From an optimization exercise on the open Yosys and OpenROAD flow, aimed at a short achievable clock period, few clock cycles per item and low power; shortcuts taken in it are not production practice. The RTL was checked by simulation tests, not by an equivalence proof against the original design.

==> wip/maple <==
==> flow/design.v <==
module cvu (
    input  wire        clk,
    input  wire        rst,
    input  wire        go,
    input  wire        abort,
    input  wire [3:0]  cfg_preset,
    input  wire        cfg_custom,
    input  wire [6:0]  cfg_width,
    input  wire        cfg_refin,
    input  wire        cfg_refout,
    input  wire [63:0] cfg_poly,
    input  wire [63:0] cfg_init,
    input  wire [63:0] cfg_xorout,
    input  wire [35:0] cfg_len,
    input  wire        range_ok,
    input  wire        held,
    input  wire        mp_on,
    input  wire        in_valid,
    input  wire [63:0] in_data,
    input  wire        in_ecc_err,
    input  wire        in_closed,
    output wire        in_ready,
    output wire        busy,
    output wire        done,
    output wire        aborted,
    output wire [7:0]  status,
    output wire [31:0] scans,
    output wire [63:0] result
);
    localparam [63:0] P0_POLY_L = 64'h1EDC_6F41_0000_0000;
    localparam [63:0] P0_INIT_L = 64'hFFFF_FFFF_0000_0000;
    localparam [63:0] P0_XOROUT = 64'h0000_0000_FFFF_FFFF;
    localparam [63:0] P0_U      = 64'h4869_EC38_DEA7_13F1;
    reg        busy_q, done_q, aborted_q;
    reg        st_m_q, st_e_q, st_c_q;      
    reg [31:0] scans_q;
    reg [63:0] m_q;          
    reg [63:0] a_q;          
    reg [63:0] p_q;          
    reg [63:0] u_q;          
    reg [6:0]  w_q;          
    reg        p0_q;         
    reg        refin_q, refout_q;
    reg        su_q;         
    reg [1:0]  sc_q;         
    reg [32:0] wl_q;         
    reg        pp_q;         
    reg [2:0]  tk_q;         
    reg        rdy_q;        
    reg        pw_q;         
    reg        lastb_q;      
    reg        partb_q;      
    reg        rotd_q;       
    reg        fin_q;        
    reg        zl_q;         
    reg        err_q, errc_q;
    wire [63:0] fld       = cfg_poly | cfg_init | cfg_xorout;
    reg  [63:0] above;       
    integer ai;
    always @(*) begin
        for (ai = 0; ai < 64; ai = ai + 1)
            above[ai] = (cfg_width <= ai);
    end
    wire width_ok  = (cfg_width != 7'd0) && (cfg_width <= 7'd64);
    wire fields_ok = ~|(fld & above);
    wire cfg_ok    = cfg_custom ? (width_ok && fields_ok) : (cfg_preset == 4'd0);
    wire go_pre    = go && !busy_q && !held && range_ok && mp_on;
    wire go_ok     = go_pre && cfg_ok;
    wire run     = busy_q && !su_q;
    wire s0      = su_q && (sc_q == 2'd0);
    wire s1      = su_q && (sc_q == 2'd1);
    wire s2      = su_q && (sc_q == 2'd2);
    wire s3      = su_q && (sc_q == 2'd3);
    wire do_rot  = run && pw_q && partb_q && !rotd_q;
    wire do_fin  = run && fin_q;
    wire do_eng  = run && pw_q && !(partb_q && !rotd_q);
    wire eng_last = do_eng && lastb_q;
    assign in_ready = rdy_q;
    wire   take     = in_valid && rdy_q;
    wire   word_err = in_ecc_err || in_closed;
    wire   wl_z     = (wl_q == 33'd0);
    wire   wl_1     = (wl_q == 33'd1);
    wire   tk_last  = (wl_1 && !pp_q) || (wl_z && pp_q);     
    wire   more     = take ? !tk_last : (!wl_z || pp_q);
    reg  [63:0] qu, pq;
    integer qi;
    always @(*) begin
        qu[0] = 1'b1;
        pq[0] = p0_q;
        for (qi = 1; qi < 64; qi = qi + 1) begin
            qu[qi] = p_q[64 - qi];       
            pq[qi] = u_q[64 - qi];       
        end
    end
    wire [63:0] uop = {64{busy_q}} & u_q;
    wire [63:0] pop = {64{busy_q}} & p_q;
    reg  [63:0] f;                       
    reg  [63:0] eng;                     
    integer ti, ki, bi, ji;
    always @(*) begin
        for (ti = 0; ti < 64; ti = ti + 1) begin
            f[ti] = 1'b0;
            for (ki = 0; ki <= ti; ki = ki + 1)
                f[ti] = f[ti] ^ (uop[ki] & m_q[63 - ti + ki]);
        end
        for (bi = 0; bi < 64; bi = bi + 1) begin
            eng[bi] = 1'b0;
            for (ji = 63 - bi; ji < 64; ji = ji + 1)
                eng[bi] = eng[bi] ^ (f[ji] & pop[bi - 63 + ji]);
        end
    end
    function [63:0] rev64;
        input [63:0] v;
        integer i;
        begin
            for (i = 0; i < 64; i = i + 1)
                rev64[i] = v[63 - i];
        end
    endfunction
    function [63:0] perm;
        input [63:0] d;
        input        ri;
        integer i;
        begin
            for (i = 0; i < 8; i = i + 1)
                perm[8*(7-i) +: 8] = d[8*i +: 8];
            if (ri)
                perm = rev64(d);
        end
    endfunction
    reg  [63:0] keep;
    integer ki2;
    always @(*) begin
        for (ki2 = 0; ki2 < 64; ki2 = ki2 + 1)
            keep[ki2] = !wl_z || ((ki2 >> 3) >= 8 - tk_q);
    end
    wire        mrg_a = !refout_q && (eng_last || (run && zl_q));
    wire [63:0] tw    = ({64{take}} & perm(in_data, refin_q) & keep) ^
                        ({64{mrg_a}} & a_q);
    wire [63:0] m_eng = eng ^ tw;
    wire [63:0] m_add = m_q ^ tw;
    wire [5:0]   amt  = su_q  ? ~w_q[5:0] :
                        fin_q ? w_q[5:0] : {tk_q, 3'b000};
    wire [63:0]  rx   = s2 ? a_q : m_q;
    wire [63:0]  rin  = su_q ? {rx[62:0], rx[63]} : rx;
    wire [127:0] rdbl = {rin, rin} << amt;
    wire [63:0]  rot  = rdbl[127:64];
    reg  [63:0] lm;
    integer li;
    always @(*) begin
        for (li = 0; li < 64; li = li + 1)
            lm[li] = ((li >> 3) < tk_q);
    end
    reg  [15:0] sd, sdn;
    integer si, sk, sn;
    always @(*) begin
        sd = 16'd1;
        for (sn = 1; sn < 16; sn = sn * 2) begin
            sdn = 16'd0;
            for (si = 0; si < 2 * sn; si = si + 1)
                for (sk = 0; 2 * sk <= si; sk = sk + 1)
                    sdn[si] = sdn[si] ^ (sd[sk] & qu[si - 2 * sk]);
            sd = sdn;
        end
    end
    reg [63:0] sd_sq, f_sq;
    integer pi;
    always @(*) begin
        sd_sq = 64'd0;
        f_sq  = 64'd0;
        for (pi = 0; pi < 16; pi = pi + 1)
            sd_sq[63 - 2*pi] = sd[pi];
        for (pi = 0; pi < 32; pi = pi + 1)
            f_sq[63 - 2*pi] = f[pi];
    end
    wire   zl_end   = run && zl_q;
    wire   end_err  = busy_q && err_q;
    wire   end_ok   = !end_err && ((eng_last && refout_q) || do_fin || (zl_end && refout_q));
    wire   end_any  = end_err || end_ok;
    wire   end_ab   = busy_q && !end_any && (abort || !mp_on);
    wire   ending   = end_any || end_ab;
    wire   to_fin   = !end_err && ((eng_last && !refout_q) || (zl_end && !refout_q));
    always @(posedge clk) begin
        if (rst) begin
            busy_q    <= 1'b0;
            done_q    <= 1'b0;
            aborted_q <= 1'b0;
            st_m_q    <= 1'b0;
            st_e_q    <= 1'b0;
            st_c_q    <= 1'b0;
            scans_q   <= 32'd0;
            rdy_q     <= 1'b0;
            su_q      <= 1'b0;
            sc_q      <= 2'd0;
            pw_q      <= 1'b0;
            fin_q     <= 1'b0;
            zl_q      <= 1'b0;
            err_q     <= 1'b0;
            rotd_q    <= 1'b0;
        end else if (!busy_q) begin
            if (go_ok) begin
                busy_q    <= 1'b1;
                done_q    <= 1'b0;
                aborted_q <= 1'b0;
                st_m_q    <= 1'b0;
                st_e_q    <= 1'b0;
                st_c_q    <= 1'b0;
                su_q      <= cfg_custom;
                sc_q      <= 2'd0;
                rdy_q     <= !cfg_custom && (cfg_len != 36'd0);
                pw_q      <= 1'b0;
                fin_q     <= 1'b0;
                zl_q      <= (cfg_len == 36'd0);
                err_q     <= 1'b0;
                rotd_q    <= 1'b0;
            end else if (go) begin
                st_m_q    <= 1'b1;
                st_e_q    <= 1'b0;
                st_c_q    <= 1'b0;
            end
        end else begin
            if (ending) begin
                busy_q    <= 1'b0;
                rdy_q     <= 1'b0;
                scans_q   <= scans_q + 32'd1;
                done_q    <= end_ok;
                aborted_q <= end_ab;
                st_m_q    <= end_err && errc_q;
                st_e_q    <= end_err;
                st_c_q    <= end_err && errc_q;
            end else begin
                if (go)
                    st_m_q <= 1'b1;
                if (su_q) begin
                    sc_q <= sc_q + 2'd1;
                    if (sc_q == 2'd3)
                        su_q <= 1'b0;
                end
                if (su_q && sc_q != 2'd3)
                    rdy_q <= (sc_q == 2'd2) && (!wl_z || pp_q);
                else
                    rdy_q <= more && !(take && word_err);
                if (take) begin
                    pw_q <= 1'b1;
                    if (word_err) begin
                        err_q  <= 1'b1;
                        errc_q <= in_closed;
                    end
                end else if (do_eng) begin
                    pw_q <= 1'b0;
                end
                if (do_rot)
                    rotd_q <= 1'b1;
                if (to_fin)
                    fin_q <= 1'b1;
                if (zl_end)
                    zl_q <= 1'b0;
            end
        end
    end
    always @(posedge clk) begin
        if (!busy_q) begin
            if (go_ok) begin
                m_q      <= cfg_custom ? cfg_poly   : P0_INIT_L;
                a_q      <= cfg_custom ? cfg_xorout : P0_XOROUT;
                refout_q <= cfg_custom ? cfg_refout : 1'b1;
                u_q      <= cfg_custom ? cfg_init   : P0_U;
                p_q      <= P0_POLY_L;
                w_q      <= cfg_custom ? cfg_width  : 7'd32;
                refin_q  <= cfg_custom ? cfg_refin  : 1'b1;
                wl_q     <= cfg_len[35:3];
                pp_q     <= (cfg_len[2:0] != 3'd0);
                tk_q     <= cfg_len[2:0];
            end
        end else if (su_q) begin
            case (sc_q)
                2'd0: begin
                    p_q <= rot;
                    m_q <= u_q;
                end
                2'd1: begin
                    p_q  <= rot;
                    p0_q <= p_q[0];
                    u_q  <= qu;
                    m_q  <= sd_sq;
                end
                2'd2: begin
                    m_q <= f_sq;
                    if (!refout_q)
                        a_q <= rot;
                end
                default: begin
                    u_q <= f;
                    p_q <= pq;
                    m_q <= p_q ^ tw;
                end
            endcase
        end else begin
            if (do_fin) begin
                m_q <= rot;
                a_q <= 64'd0;
            end else if (do_rot) begin
                m_q <= rot & lm;
                a_q <= a_q ^ (refout_q ? rev64(rot & ~lm) : (rot & ~lm));
            end else if (do_eng) begin
                m_q <= m_eng;
            end else if (take || mrg_a) begin
                m_q <= m_add;
            end
        end
        if (busy_q && take) begin
            wl_q    <= wl_z ? wl_q : wl_q - 33'd1;
            pp_q    <= wl_z ? 1'b0 : pp_q;
            lastb_q <= tk_last;
            partb_q <= wl_z;
        end
    end
    assign busy    = busy_q;
    assign done    = done_q;
    assign aborted = aborted_q;
    assign status  = {1'b0, st_e_q, st_e_q, 2'b00, st_c_q, st_e_q, st_m_q};
    assign scans   = scans_q;
    assign result  = (refout_q ? rev64(m_q) : m_q) ^ a_q;
endmodule
==> flow/run.sh <==
#!/bin/bash
# synth_recipe.tcl (not shown) runs the flow's synth.tcl, then flattens the netlist and writes it again
# the make line also repeats each setting of config.mk as NAME=value (left out here)
make -C /OpenROAD-flow-scripts/flow DESIGN_CONFIG=/design/flow/config.mk WORK_HOME=/design/flow/orfs CLKGATE_MAP_FILE= SYNTH_SCRIPT=/design/flow/synth_recipe.tcl finish
==> flow/config.mk <==
export PLATFORM = sky130hd
export DESIGN_NAME = cvu
export DESIGN_NICKNAME = cvu
export VERILOG_FILES = /design/flow/design.v
export SDC_FILE = /design/flow/constraint.sdc
export NUM_CORES = 4
export LEC_CHECK = 0
export CAP_MARGIN = 20
export CORE_MARGIN = 2
export CORE_UTILIZATION = 30
export CTS_CLUSTER_DIAMETER = 80
export CTS_CLUSTER_SIZE = 16
export SETUP_SLACK_MARGIN = 5
export SLEW_MARGIN = 20
==> flow/constraint.sdc <==
create_clock -name core_clock -period 10.0 [get_ports {clk}]
set_input_delay 2.0000 -clock core_clock [delete_from_list [all_inputs] [get_ports {clk}]]
set_output_delay 2.0000 -clock core_clock [all_outputs]
set_load 0.01 [all_outputs]
==> inputs of wip/amber, as changes to wip/maple <==
--- a/flow/design.v
+++ b/flow/design.v
@@ -41,3 +41,2 @@
     reg [6:0]  w_q;          
-    reg        p0_q;         
     reg        refin_q, refout_q;
@@ -66,4 +65,3 @@
     wire cfg_ok    = cfg_custom ? (width_ok && fields_ok) : (cfg_preset == 4'd0);
-    wire go_pre    = go && !busy_q && !held && range_ok && mp_on;
-    wire go_ok     = go_pre && cfg_ok;
+    wire go_ok     = go && !busy_q && !held && range_ok && cfg_ok && mp_on;
     wire run     = busy_q && !su_q;
@@ -84,3 +82,3 @@
     wire   more     = take ? !tk_last : (!wl_z || pp_q);
-    reg  [63:0] qu, pq;
+    reg  [63:0] qu;
     integer qi;
@@ -88,9 +86,6 @@
         qu[0] = 1'b1;
-        pq[0] = p0_q;
-        for (qi = 1; qi < 64; qi = qi + 1) begin
-            qu[qi] = p_q[64 - qi];       
-            pq[qi] = u_q[64 - qi];       
-        end
+        for (qi = 1; qi < 64; qi = qi + 1)
+            qu[qi] = p_q[64 - qi];
     end
-    wire [63:0] uop = {64{busy_q}} & u_q;
+    wire [63:0] uop = {64{busy_q}} & ((s2 || s3) ? qu : u_q);
     wire [63:0] pop = {64{busy_q}} & p_q;
@@ -141,4 +136,4 @@
     wire [63:0] m_add = m_q ^ tw;
-    wire [5:0]   amt  = su_q  ? ~w_q[5:0] :
-                        fin_q ? w_q[5:0] : {tk_q, 3'b000};
+    wire [5:0]   amt  = su_q   ? ~w_q[5:0] :
+                        do_fin ? w_q[5:0] : {tk_q, 3'b000};
     wire [63:0]  rx   = s2 ? a_q : m_q;
@@ -153,12 +148,10 @@
     end
-    reg  [15:0] sd, sdn;
-    integer si, sk, sn;
+    reg  [15:0] sd;
+    integer si, sk;
     always @(*) begin
-        sd = 16'd1;
-        for (sn = 1; sn < 16; sn = sn * 2) begin
-            sdn = 16'd0;
-            for (si = 0; si < 2 * sn; si = si + 1)
-                for (sk = 0; 2 * sk <= si; sk = sk + 1)
-                    sdn[si] = sdn[si] ^ (sd[sk] & qu[si - 2 * sk]);
-            sd = sdn;
+        sd[0] = 1'b1;
+        for (si = 1; si < 16; si = si + 1) begin
+            sd[si] = 1'b0;
+            for (sk = 1; sk <= si; sk = sk + 1)
+                sd[si] = sd[si] ^ (p_q[64 - sk] & sd[si - sk]);
         end
@@ -264,5 +257,4 @@
                 m_q      <= cfg_custom ? cfg_poly   : P0_INIT_L;
-                a_q      <= cfg_custom ? cfg_xorout : P0_XOROUT;
-                refout_q <= cfg_custom ? cfg_refout : 1'b1;
                 u_q      <= cfg_custom ? cfg_init   : P0_U;
+                a_q      <= cfg_custom ? cfg_xorout : P0_XOROUT;
                 p_q      <= P0_POLY_L;
@@ -270,2 +262,3 @@
                 refin_q  <= cfg_custom ? cfg_refin  : 1'b1;
+                refout_q <= cfg_custom ? cfg_refout : 1'b1;
                 wl_q     <= cfg_len[35:3];
@@ -281,6 +274,4 @@
                 2'd1: begin
-                    p_q  <= rot;
-                    p0_q <= p_q[0];
-                    u_q  <= qu;
-                    m_q  <= sd_sq;
+                    u_q <= rot;
+                    m_q <= sd_sq;
                 end
@@ -293,4 +284,3 @@
                     u_q <= f;
-                    p_q <= pq;
-                    m_q <= p_q ^ tw;
+                    m_q <= u_q ^ tw;
                 end
--- a/flow/config.mk
+++ b/flow/config.mk
@@ -9,6 +9,7 @@
 export CORE_MARGIN = 2
-export CORE_UTILIZATION = 30
+export CORE_UTILIZATION = 40
 export CTS_CLUSTER_DIAMETER = 80
 export CTS_CLUSTER_SIZE = 16
-export SETUP_SLACK_MARGIN = 5
+export PLACE_DENSITY = 0.5
+export SETUP_SLACK_MARGIN = 4
 export SLEW_MARGIN = 20
==> summary.txt <==
wip/maple never finished: it broke off in 5_1_grt. wip/amber stopped in 5_1_grt.
Synthesized area: wip/amber is larger than wip/maple (15%).
Synthesized cell count: wip/maple is smaller than wip/amber (11%).
==> figures <==
Result of the run: wip/amber stopped before the end; wip/maple stopped before the end
Stage where the flow stopped: wip/amber 5_1_grt; wip/maple 5_1_grt
Post-synthesis simple-gate area fraction: wip/amber 21.5%; wip/maple 24.1%
Horizontal die dimension: wip/amber 514 um; wip/maple 553 um
CTS sink cnt: wip/amber 351; wip/maple 352
Post-Place Cell Area: wip/amber 114000 um^2; wip/maple 99100 um^2
Post_cts resized: wip/amber 832; wip/maple 938
XOR/XNOR Fraction of Synth Area: wip/amber 37.5%; wip/maple 44.7%
Most frequently used cell type in the post-synthesis netlist: wip/amber sky130_fd_sc_hd__xnor2_1; wip/maple sky130_fd_sc_hd__nand2_1
Post-Place Cells: wip/amber 17860; wip/maple 16849
DP HPWL: wip/amber 632000 um; wip/maple 408000 um
Testbench counts of wip/maple, summed over its fixed seeds: cycles 24,937, bytes 188,376.
Testbench counts of wip/amber, summed over its fixed seeds: cycles 24,937, bytes 188,376.
